Context: an optimization exercise on an open-source flow, tuned for small area and a short achievable clock period. The choices shown serve that exercise and are no tape-out recipe.
No run shown here included a check of the RTL's function; only the layout flow was run.
No activity file was given, so power comes from the tool's default toggle rates.

## flow/design.v (module list and top-level ports; edited modules follow where they fit)
// module adc_correct: 1778 lines
module adc_correct (
    input  wire        clk,
    input  wire        rst,           
    input  wire        cfg_we,
    input  wire [4:0]  cfg_addr,      
    input  wire [31:0] cfg_wdata,
    input  wire        swap,          
    output wire        active_half,
    input  wire        in_valid,
    input  wire [15:0] in_code,
    output reg         out_valid,
    output reg  [23:0] out_sample,
    output reg         out_sat
);
  // ...
==> flow/run.sh <==
#!/bin/bash
# synth_recipe.tcl (not shown) runs the flow's synth.tcl, then flattens the netlist and writes it again
# the make line also repeats each setting of config.mk as NAME=value (left out here)
make -C /OpenROAD-flow-scripts/flow DESIGN_CONFIG=/design/flow/config.mk WORK_HOME=/design/flow/orfs CLKGATE_MAP_FILE= SYNTH_SCRIPT=/design/flow/synth_recipe.tcl finish
==> flow/config.mk <==
export PLATFORM = sky130hd
export DESIGN_NAME = adc_correct
export DESIGN_NICKNAME = adc_correct
export VERILOG_FILES = /design/flow/design.v
export SDC_FILE = /design/flow/constraint.sdc
export NUM_CORES = 4
export LEC_CHECK = 0
export CAP_MARGIN = 20
export CORE_MARGIN = 2
export CORE_UTILIZATION = 40
export SLEW_MARGIN = 20
==> flow/constraint.sdc <==
create_clock -name core_clock -period 22.0 [get_ports {clk}]
set_input_delay 4.4000 -clock core_clock [delete_from_list [all_inputs] [get_ports {clk}]]
set_output_delay 4.4000 -clock core_clock [all_outputs]
set_load 0.01 [all_outputs]
==> results.txt, run 1 <==
status: no timing/DRC/antenna violations
Synth Cell Area: 70080 um2
highest clock rate: 147.1 MHz
FF/Latch Area: 40210 um2
Final Cell Area: 78740 um2
clk root buf: clkbuf_16
Internal: 5100 uW
Mapped Cells: 5238
Power Total: 7364 uW
clock skew: 0.06920 ns
1st-iter DRT viols: 5238
Max-Cap Viols: 0
sequential area share after synthesis: 57.30%
CTS tree: done
num tapcells: 2325
DRC errors left: 0
CTS resizes: 0
met2 WL: 100800 um
Yosys cell types: 83
clock latency on the worst-skew pair: 0.81 ns
Synth async-reset ratio: 0%
worst path cell trace: clkdlybuf4s50_1
Crit Path Max Fanout: 19
I/O pins: 85
Seq cells: 1446
wire per inst: 27.33 um
Post-synth top flop: edfxtp_1
Total Die Area: 178600 um2
Critical Path Source: half$_SDFFE_PP0P_
==> run 2, diff against run 1 <==
==> flow/flow/run.sh (new file) <==
#!/bin/bash
set -euo pipefail
cd "$(dirname "$0")/.."
bash standard.sh SETUP_SLACK_MARGIN=16 finish > standard_flow.log 2>&1
==> flow/standard.sh (new file) <==
#!/bin/bash
# synth_recipe.tcl (not shown) runs the flow's synth.tcl, then flattens the netlist and writes it again
# the make line also repeats each setting of config.mk as NAME=value (left out here)
make -C /OpenROAD-flow-scripts/flow DESIGN_CONFIG=/design/flow/config.mk WORK_HOME=/design/flow/orfs CLKGATE_MAP_FILE= SYNTH_SCRIPT=/design/flow/synth_recipe.tcl "${@:-finish}"
removed: flow/run.sh
==> run 2 against run 1 <==
Non-clock buffer count up 23. Register-to-register slack better by 0.62 ns. Clock power down 2%. Cell area up 0.30%. Power down 0.98%. Hold slack worse by 0.033 ns. Critical path type is now input pin to flip-flop. Critical endpoint is now lin_t1[14][12]$_DFFE_PP_. Largest cell class unchanged.
==> results.txt, run 2 <==
Synth async-reset ratio: 0% (unchanged)
FF+latch count, synth: 1446 (unchanged)
clock skew: 0.06039 ns (was 0.06920 ns)
CP Class: input pin to flip-flop (was flip-flop to output port)
relative slew slack: 24.24% (was 24.34%)
DR vias/cell: 5.891 (was 5.881)
Post-synth top flop: edfxtp_1 (unchanged)
nets: 5888 (was 5863)
Final Max Tran Viols: 0 (unchanged)
Initial Utilization: 40.27% (unchanged)
combinational group share of total power: 23.4% (was 23.7%)
CORE AREA: 174000 um2 (unchanged)
highest clock rate: 163.1 MHz (was 147.1 MHz)
1st-iter DRT viols: 5656 (was 5238)
Crit Path Max Fanout: 32 (was 19)
Yosys cell types: 83 (unchanged)
total track usage: 23.89% (was 23.21%)
Syn. warnings: 3 (unchanged)
clock latency on the worst-skew pair: 0.83 ns (was 0.81 ns)
CP top delay family: simple AND/OR/NAND/NOR gates (was flip-flops)
cts bufs inserted: 148 (was 147)
Crit. End Element: flip-flop (was output port)
Area contributors post-synth: edfxtp_1, fa_1, dfxtp_1 (unchanged)
Final Cell Area: 78970 um2 (was 78740 um2)
switching share of power: 31.20% (was 30.75%)
routed via count: 45600 (was 45380)
fin util: 45.38% (was 45.25%)
Rows: 153 (unchanged)
ANT nets after route: 0 (unchanged)
VDD IR-drop max: 0.08256 mV (was 0.08212 mV)
initial antenna violation count: 10 (was 6)
Worst Path Arrival: 6.55 ns (was 2.40 ns)
Internal: 5017 uW (was 5100 uW)
clk root buf: clkbuf_16 (unchanged)
post-synth top area share: 47.99% (unchanged)
most frequent cell after synthesis: edfxtp_1 (unchanged)
Yosys top cell by area: edfxtp_1 (unchanged)
Fin. Hold Viols: 0 (unchanged)
grt total ovfl: 0 (unchanged)
commonest non-fill, non-tap cell in the layout: edfxtp_1 (unchanged)
switching power: 2275 uW (was 2264 uW)
hpwl dp: 127700 um (was 126000 um)
Post-synth top cells: edfxtp_1, a22oi_1, inv_1, fa_1, dfxtp_1 (unchanged)
number of I/O port buffers: 84 (unchanged)
Die Y: 422.6 um (unchanged)
Synthesized Nets: 5833 (unchanged)
Hold Crit Class: flip-flop to flip-flop (unchanged)
largest net degree at the start of global routing: 54 (unchanged)
period utilization: 27.88% (was 30.91%)
Detailed Routing Iterations Pass 1: 6 (unchanged)
CP required: 22.42 ns (was 17.60 ns)
CTS tree: done (unchanged)
Buf+Inv Stages, Crit Path: 2 (was 1)
DRC errors left: 0 (unchanged)
Post-synth EDFFs: 1120 (unchanged)
Die Width: 422.6 um (unchanged)
crit start category: input pin (was flip-flop)
worst path cell trace: clkdlybuf4s50_1 -> nor2b_1 -> nand2_2 -> nor2_4 -> buf_6 (was clkdlybuf4s50_1)
Hold Slack: 0.3186 ns (was 0.3514 ns)
Crit-path slowest cell: clkdlybuf4s50_1 (was dfxtp_1)
sequential power share: 43.4% (was 42.9%)
Placed Area: 73950 um2 (was 73940 um2)
CTS sink cnt: 1446 (unchanged)
status: no timing/DRC/antenna violations (unchanged)
WL final: 216000 um (was 210900 um)
slew at the pin closest to its max-slew limit: 1.135 ns (was 1.133 ns)
Power Total: 7292 uW (was 7364 uW)
Max-Cap Viols: 0 (unchanged)
RSZ-0062 raised after global routing: yes (was no)
setup TNS: 0 ns (unchanged)
Synth Cell Area: 70080 um2 (unchanged)
CP peak stage delay: 0.55 ns (was 0.92 ns)
sequential area share after synthesis: 57.30% (unchanged)
commonest cells after routing, fill and taps aside: edfxtp_1, a22oi_1, inv_1 (unchanged)
vias in the first global route: 44700 (was 44510)
leakage: 0.02798 uW (was 0.02782 uW)
Tmin final: 6.133 ns (was 6.800 ns)
Total Die Area: 178600 um2 (unchanged)
layout cells sized above 1: 10.13% (was 9.027%)
clock power share: 33.2% (was 33.4%)
I/O pins: 85 (unchanged)
biggest regs: lin_t0: 512 flops, lin_t1: 512 flops (unchanged)
synth-to-layout area growth: 12.69% (was 12.35%)
Setup-failing EPs final: 0 (unchanged)
Mapped Cells: 5238 (unchanged)
first-pass GRT wire length: 312200 um (was 305700 um)
# H-tree levels: 4 (unchanged)
Clock Path Buffers: 3 (unchanged)
PwrDens: 92.34 nW/um2 (was 93.53 nW/um2)
GPL Wtd Cong: 0.8368 (was 0.8356)
wire per inst: 27.91 um (was 27.33 um)
Clk pin slew, worst setup/hold paths: 0.06 ns (about the same)
syn avg cell area: 13.38 um2 (unchanged)
==> run 2: repair_timing <==
action | 4_1_cts | 5_1_grt
buffers inserted | 20 | 2
pin swaps | 13 | 0
gates cloned | 1 | 0
hold buffers | 0 | 0
setup endpoints to repair | 715 | 660
resized for setup | 50 | 39
==> run 2: per-layer routing <==
| layer | part of all wire, % | track usage [%] |
|---|---|---|
| met5 | 0.025 | 0 |
| met4 | 3.8 | 7.940 |
| met3 | 10 | 4.734 |
| met2 | 47 | 38.62 |
| met1 | 39 | 32.20 |
==> run 2: per-stage QoR <==
| step | setup slack (ns) | instances |
|---|---|---|
| detailed placement | 14.50 | 7445 |
| global route | 15.88 | 7738 |
| CTS | 15.54 | 7735 |
| floorplan | 15.72 | 5238 |
| finish | 15.87 | 7741 |
| global placement | 14.50 | 7445 |
==> run 2: final timing paths <==
path	startpoint	end	slack, ns	cells past startpoint
hold reg to reg	c_rail$_DFF_P_	d_rail$_DFF_P_	0.32	0
hold / removal	c_rail$_DFF_P_	d_rail$_DFF_P_	0.32	0
setup / recovery	cfg_we	lin_t1[14][12]$_DFFE_PP_	15.87	5
setup reg to reg	b_ls[7]$_DFF_P_	c_y[19]$_DFF_P_	16.36	18
==> run 2: cells by family after synthesis <==
| logic type | count (synthesis) | share of synthesized area [%] |
|---|---|---|
| adder cells (fa/ha/maj) | 538 | 13.46 |
| XOR/XNOR | 500 | 6.249 |
| flip-flops | 1446 | 57.30 |
| AO/OA/AOI/OAI | 1260 | 13.41 |
| buffers and inverters | 886 | 4.792 |
| AND/OR/NAND/NOR | 595 | 4.595 |
| multiplexers | 13 | 0.1982 |
==> run 2: power by group through the flow <==
stage	sequential (uW)	clock (uW)	combinational, uW
3_3_place_gp	3220	0	1700
2_1_floorplan	3180	0	1250
6_report	3170	2420	1710
5_1_grt	3180	2550	1900
3_5_place_dp	3230	0	1720
4_1_cts	3170	2440	1720
==> run 2: final cells by class <==
| type | instances | area [um2] |
|---|---|---|
| Multi-Input combinational cell | 2907 | 26880 |
| Clock inverter | 75 | 703.2 |
| Timing Repair Buffer | 267 | 2305 |
| Clock buffer | 194 | 3963 |
| Sequential cell | 1446 | 40240 |
| Tap cell | 2325 | 2909 |
| Fill cell | 15430 | 95040 |
| Antenna cell | 4 | 10.01 |
| Inverter | 523 | 1966 |
==> run 3, diff against run 2 <==
==> flow/run.sh (new file) <==
#!/bin/bash
# synth_recipe.tcl (not shown) runs the flow's synth.tcl, then flattens the netlist and writes it again
# the make line also repeats each setting of config.mk as NAME=value (left out here)
make -C /OpenROAD-flow-scripts/flow DESIGN_CONFIG=/design/flow/config.mk WORK_HOME=/design/flow/orfs CLKGATE_MAP_FILE= SYNTH_SCRIPT=/design/flow/synth_recipe.tcl finish
--- a/flow/config.mk
+++ b/flow/config.mk
@@ -5,7 +5,8 @@
 export SDC_FILE = /design/flow/constraint.sdc
 export NUM_CORES = 4
 export LEC_CHECK = 0
-export CAP_MARGIN = 20
+export ABC_CLOCK_PERIOD_IN_PS = 5000
+export CAP_MARGIN = 60
 export CORE_MARGIN = 2
 export CORE_UTILIZATION = 40
-export SLEW_MARGIN = 20
+export SLEW_MARGIN = 60
removed: flow/flow/run.sh
removed: flow/standard.sh
==> run 3 against run 2 <==
First-iteration DRC count fell by 8.7%. Clock power rose by 2%. Sequential power barely moved. Combinational power rose by 4%. Synthesized cell count did not move. Clock skew rose by 0.015 ns. Global-route usage fell by 0.56 points. Still clean on timing, DRC and antenna. Non-clock buffer count fell by 12. Critical endpoint is now lin_t1[3][18]$_DFFE_PP_. Maximum frequency fell by 6.1%. Via count fell by 0.93%. Power rose by 1.3%. Largest power group unchanged. Setup slack got worse by 0.40 ns.
==> results.txt, run 3 <==
status: no timing/DRC/antenna violations (unchanged)
first-pass GRT wire length: 305100 um (was 312200 um)
Rows: 153 (unchanged)
# H-tree levels: 4 (unchanged)
routed via count: 45180 (was 45600)
period utilization: 29.70% (was 27.88%)
Clk pin slew, worst setup/hold paths: 0.06 ns (about the same)
clock latency on the worst-skew pair: 0.83 ns (about the same)
VDD IR-drop max: 0.08693 mV (was 0.08256 mV)
Worst R2R Setup Slack: 16.24 ns (was 16.36 ns)
Detailed Routing Iterations Pass 1: 6 (unchanged)
Tmin final: 6.534 ns (was 6.133 ns)
total track usage: 23.33% (was 23.89%)
Placed Area: 74240 um2 (was 73950 um2)
Hold Crit Class: flip-flop to flip-flop (unchanged)
ANT nets after route: 0 (unchanged)
clk root buf: clkbuf_16 (unchanged)
DR vias/cell: 5.849 (was 5.891)
nets: 5875 (was 5888)
crit start category: input pin (unchanged)
DRC errors left: 0 (unchanged)
cts hold-fix bufs: 0 (unchanged)
CORE AREA: 174000 um2 (unchanged)
Fin. Hold Viols: 0 (unchanged)
most frequent cell after synthesis: edfxtp_1 (unchanged)
Post-synth EDFFs: 1120 (unchanged)
cts bufs inserted: 148 (unchanged)
CTS tree: done (unchanged)
commonest non-fill, non-tap cell in the layout: edfxtp_1 (unchanged)
1st-iter DRT viols: 5165 (was 5656)
largest net degree at the start of global routing: 54 (unchanged)
final worst slack: 15.47 ns (was 15.87 ns)
Synth Cell Area: 70080 um2 (unchanged)
Final Cell Area: 79170 um2 (was 78970 um2)
wire per inst: 27.43 um (was 27.91 um)
grt total ovfl: 0 (unchanged)
leakage: 0.02798 uW (about the same)
Mapped Cells: 5238 (unchanged)
R2R cell count: 18 (unchanged)
Setup-failing EPs final: 0 (unchanged)
sequential area share after synthesis: 57.30% (unchanged)
Hold Path End: c_rail$_DFF_P_ (was d_rail$_DFF_P_)
Synthesized Nets: 5833 (unchanged)
clock skew: 0.07581 ns (was 0.06039 ns)
CP required: 22.42 ns (about the same)
fin util: 45.49% (was 45.38%)
PwrDens: 93.31 nW/um2 (was 92.34 nW/um2)
CP peak stage delay: 0.64 ns (was 0.55 ns)
Area contributors post-synth: edfxtp_1, fa_1, dfxtp_1 (unchanged)
Post-synth top flop: edfxtp_1 (unchanged)
post-CTS setup buffer count: 0 (was 20)
Total Die Area: 178600 um2 (unchanged)
RSZ-0062 raised after global routing: no (was yes)
worst path cell trace: clkdlybuf4s50_1 -> nor2b_1 -> nand2_1 -> nor2_4 -> buf_4 (was clkdlybuf4s50_1 -> nor2b_1 -> nand2_2 -> nor2_4 -> buf_6)
number of I/O port buffers: 84 (unchanged)
CTS resizes: 0 (was 50)
WHS Path Cells: 0 (unchanged)
Hold Crit Start: b_rail$_DFF_P_ (was c_rail$_DFF_P_)
Crit-path slowest cell: clkdlybuf4s50_1 (unchanged)
layout cells sized above 1: 10.30% (was 10.13%)
Syn. warnings: 3 (unchanged)
Initial Utilization: 40.27% (unchanged)
Yosys top cell by area: edfxtp_1 (unchanged)
FF-to-FF Start: b_u_neg3$_DFF_P_ (was b_ls[7]$_DFF_P_)
CP Class: input pin to flip-flop (unchanged)
syn avg cell area: 13.38 um2 (unchanged)
setup TNS: 0 ns (unchanged)
commonest cells after routing, fill and taps aside: edfxtp_1, a22oi_1, inv_1 (unchanged)
WL final: 211900 um (was 216000 um)
Crit. End Element: flip-flop (unchanged)
Worst Path Arrival: 6.95 ns (was 6.55 ns)
post-place setup slack: 14.81 ns (was 14.50 ns)
biggest regs: lin_t0: 512 flops, lin_t1: 512 flops (unchanged)
Clock Path Buffers: 3 (unchanged)
Post-synth top cells: edfxtp_1, a22oi_1, inv_1, fa_1, dfxtp_1 (unchanged)
GPL Wtd Cong: 0.8356 (was 0.8368)
synth-to-layout area growth: 12.96% (was 12.69%)
slew at the pin closest to its max-slew limit: 0.6297 ns (was 1.135 ns)
Final Max Tran Viols: 0 (unchanged)
relative slew slack: 58.02% (was 24.24%)
CTS sink cnt: 1446 (unchanged)
highest clock rate: 153.1 MHz (was 163.1 MHz)
hpwl dp: 125900 um (was 127700 um)
Crit Path Max Fanout: 23 (was 32)
FF+latch count, synth: 1446 (unchanged)
post-synth top area share: 47.99% (unchanged)
Yosys cell types: 83 (unchanged)
number of fill cells in the layout: 15460 (was 15430)
initial antenna violation count: 10 (unchanged)
I/O pins: 85 (unchanged)
vias in the first global route: 44420 (was 44700)
Synth async-reset ratio: 0% (unchanged)
Power Total: 7387 uW (was 7292 uW)
Max-Cap Viols: 0 (unchanged)
Die Width: 422.6 um (unchanged)
reg2reg end: c_y[22]$_DFF_P_ (was c_y[19]$_DFF_P_)
Die Y: 422.6 um (unchanged)
## run 3: cell counts after synthesis
Identical to the previous run, type by type.
## run 3: report_power, final
part	switching, uW	internal (uW)	leakage, uW
Combinational	1110	658	0.0129
Clock	1100	1360	0.00232
Sequential	81.6	3080	0.0128
## run 3: logic make-up (layout without fill, tap and decap cells)
logic type      after synthesis  in the layout  synth area share (%)
fa+ha+maj                   538            538                 13.46
flops                      1446           1446                 57.30
other cells                   0              2                     0
buf+inv                     886           1045                 4.792
xor+xnor                    500            500                 6.249
mux                          13             13                0.1982
simple gates                595            595                 4.595
compound gates             1260           1260                 13.41
## run 3: routing by layer
layer,GRT usage [%],routed length [um],up-vias
met5,0,84,-
met4,7.250,6529,12
met3,5.151,20890,383
met2,37.83,101200,2268
met1,31.17,83140,23240
li1,-,-,19270
## run 3: stage by stage
step                      hold WS (ns)  instances
after CTS                       0.3465       7717
after global routing            0.3630       7722
after detailed placement        0.3172       7450
after global placement          0.3180       7444
final                           0.3488       7724
after floorplan                 0.3096       5238
## run 3: cell type report
class | count | area (um2) | area share [%]
tap | 2325 | 2909 | 3.675
timing repair buffer | 255 | 2313 | 2.922
inverter | 523 | 1967 | 2.485
multi-input combinational | 2906 | 26910 | 33.99
clock buffer | 208 | 4045 | 5.110
clock inverter | 59 | 738.2 | 0.9325
antenna | 2 | 5.005 | 0.006322
sequential | 1446 | 40280 | 50.88
## run 3: how the worst max path moves through the flow
stage	startpoint	endpoint	slack, ns	cells past startpoint
after CTS	half$_SDFFE_PP0P_	active_half	15.47	1
after floorplan	cfg_addr[0]	lin_t0[10][0]$_DFFE_PP_	15.10	4
after global placement	cfg_we	lin_t1[14][25]$_DFFE_PP_	14.64	5
final	cfg_we	lin_t1[3][18]$_DFFE_PP_	15.47	5
after global routing	cfg_we	lin_t1[3][18]$_DFFE_PP_	15.43	5
after detailed placement	cfg_we	lin_t1[3][25]$_DFFE_PP_	14.81	5
## run 3: worst max-delay path: cells and delay by family
kind	cells	cell delay (ns)
buffers and inverters	2	1.23
and+or+nand+nor	3	1.29

==> afterwards: timing with drivers on the ports <==
The results above use ideal ports. As a check the final layouts listed here were re-extracted and re-timed, cells and wires unchanged. Step 1, drivers: a clkbuf_16 drives clk and a buf_2 each remaining input, both assumed. Step 2 also shifts input and output timing later by t, the mid clock arrival at the registers, as if the neighbouring blocks saw the same clock. Slacks: ideal / step 1 / step 2; pairs: ideal / step 1.
run	t, ns	slack for setup (ns)	hold WS [ns]	worst setup path after step 2	worst slew at a driven data input, ns
run 1	0.871	15.200 / 15.111 / 14.574	0.351 / 0.351 / 0.351	input to register	0.10
run 2	0.899	15.867 / 15.835 / 15.042	0.319 / 0.319 / 0.319	input to register	0.10
run 3	0.870	15.467 / 15.405 / 14.650	0.349 / 0.349 / 0.349	input to register	0.10
After both steps every run listed still meets setup and hold. The setup slack of run 2, which loses most, moves by -0.032 ns with the drivers and by -0.825 ns with both steps.
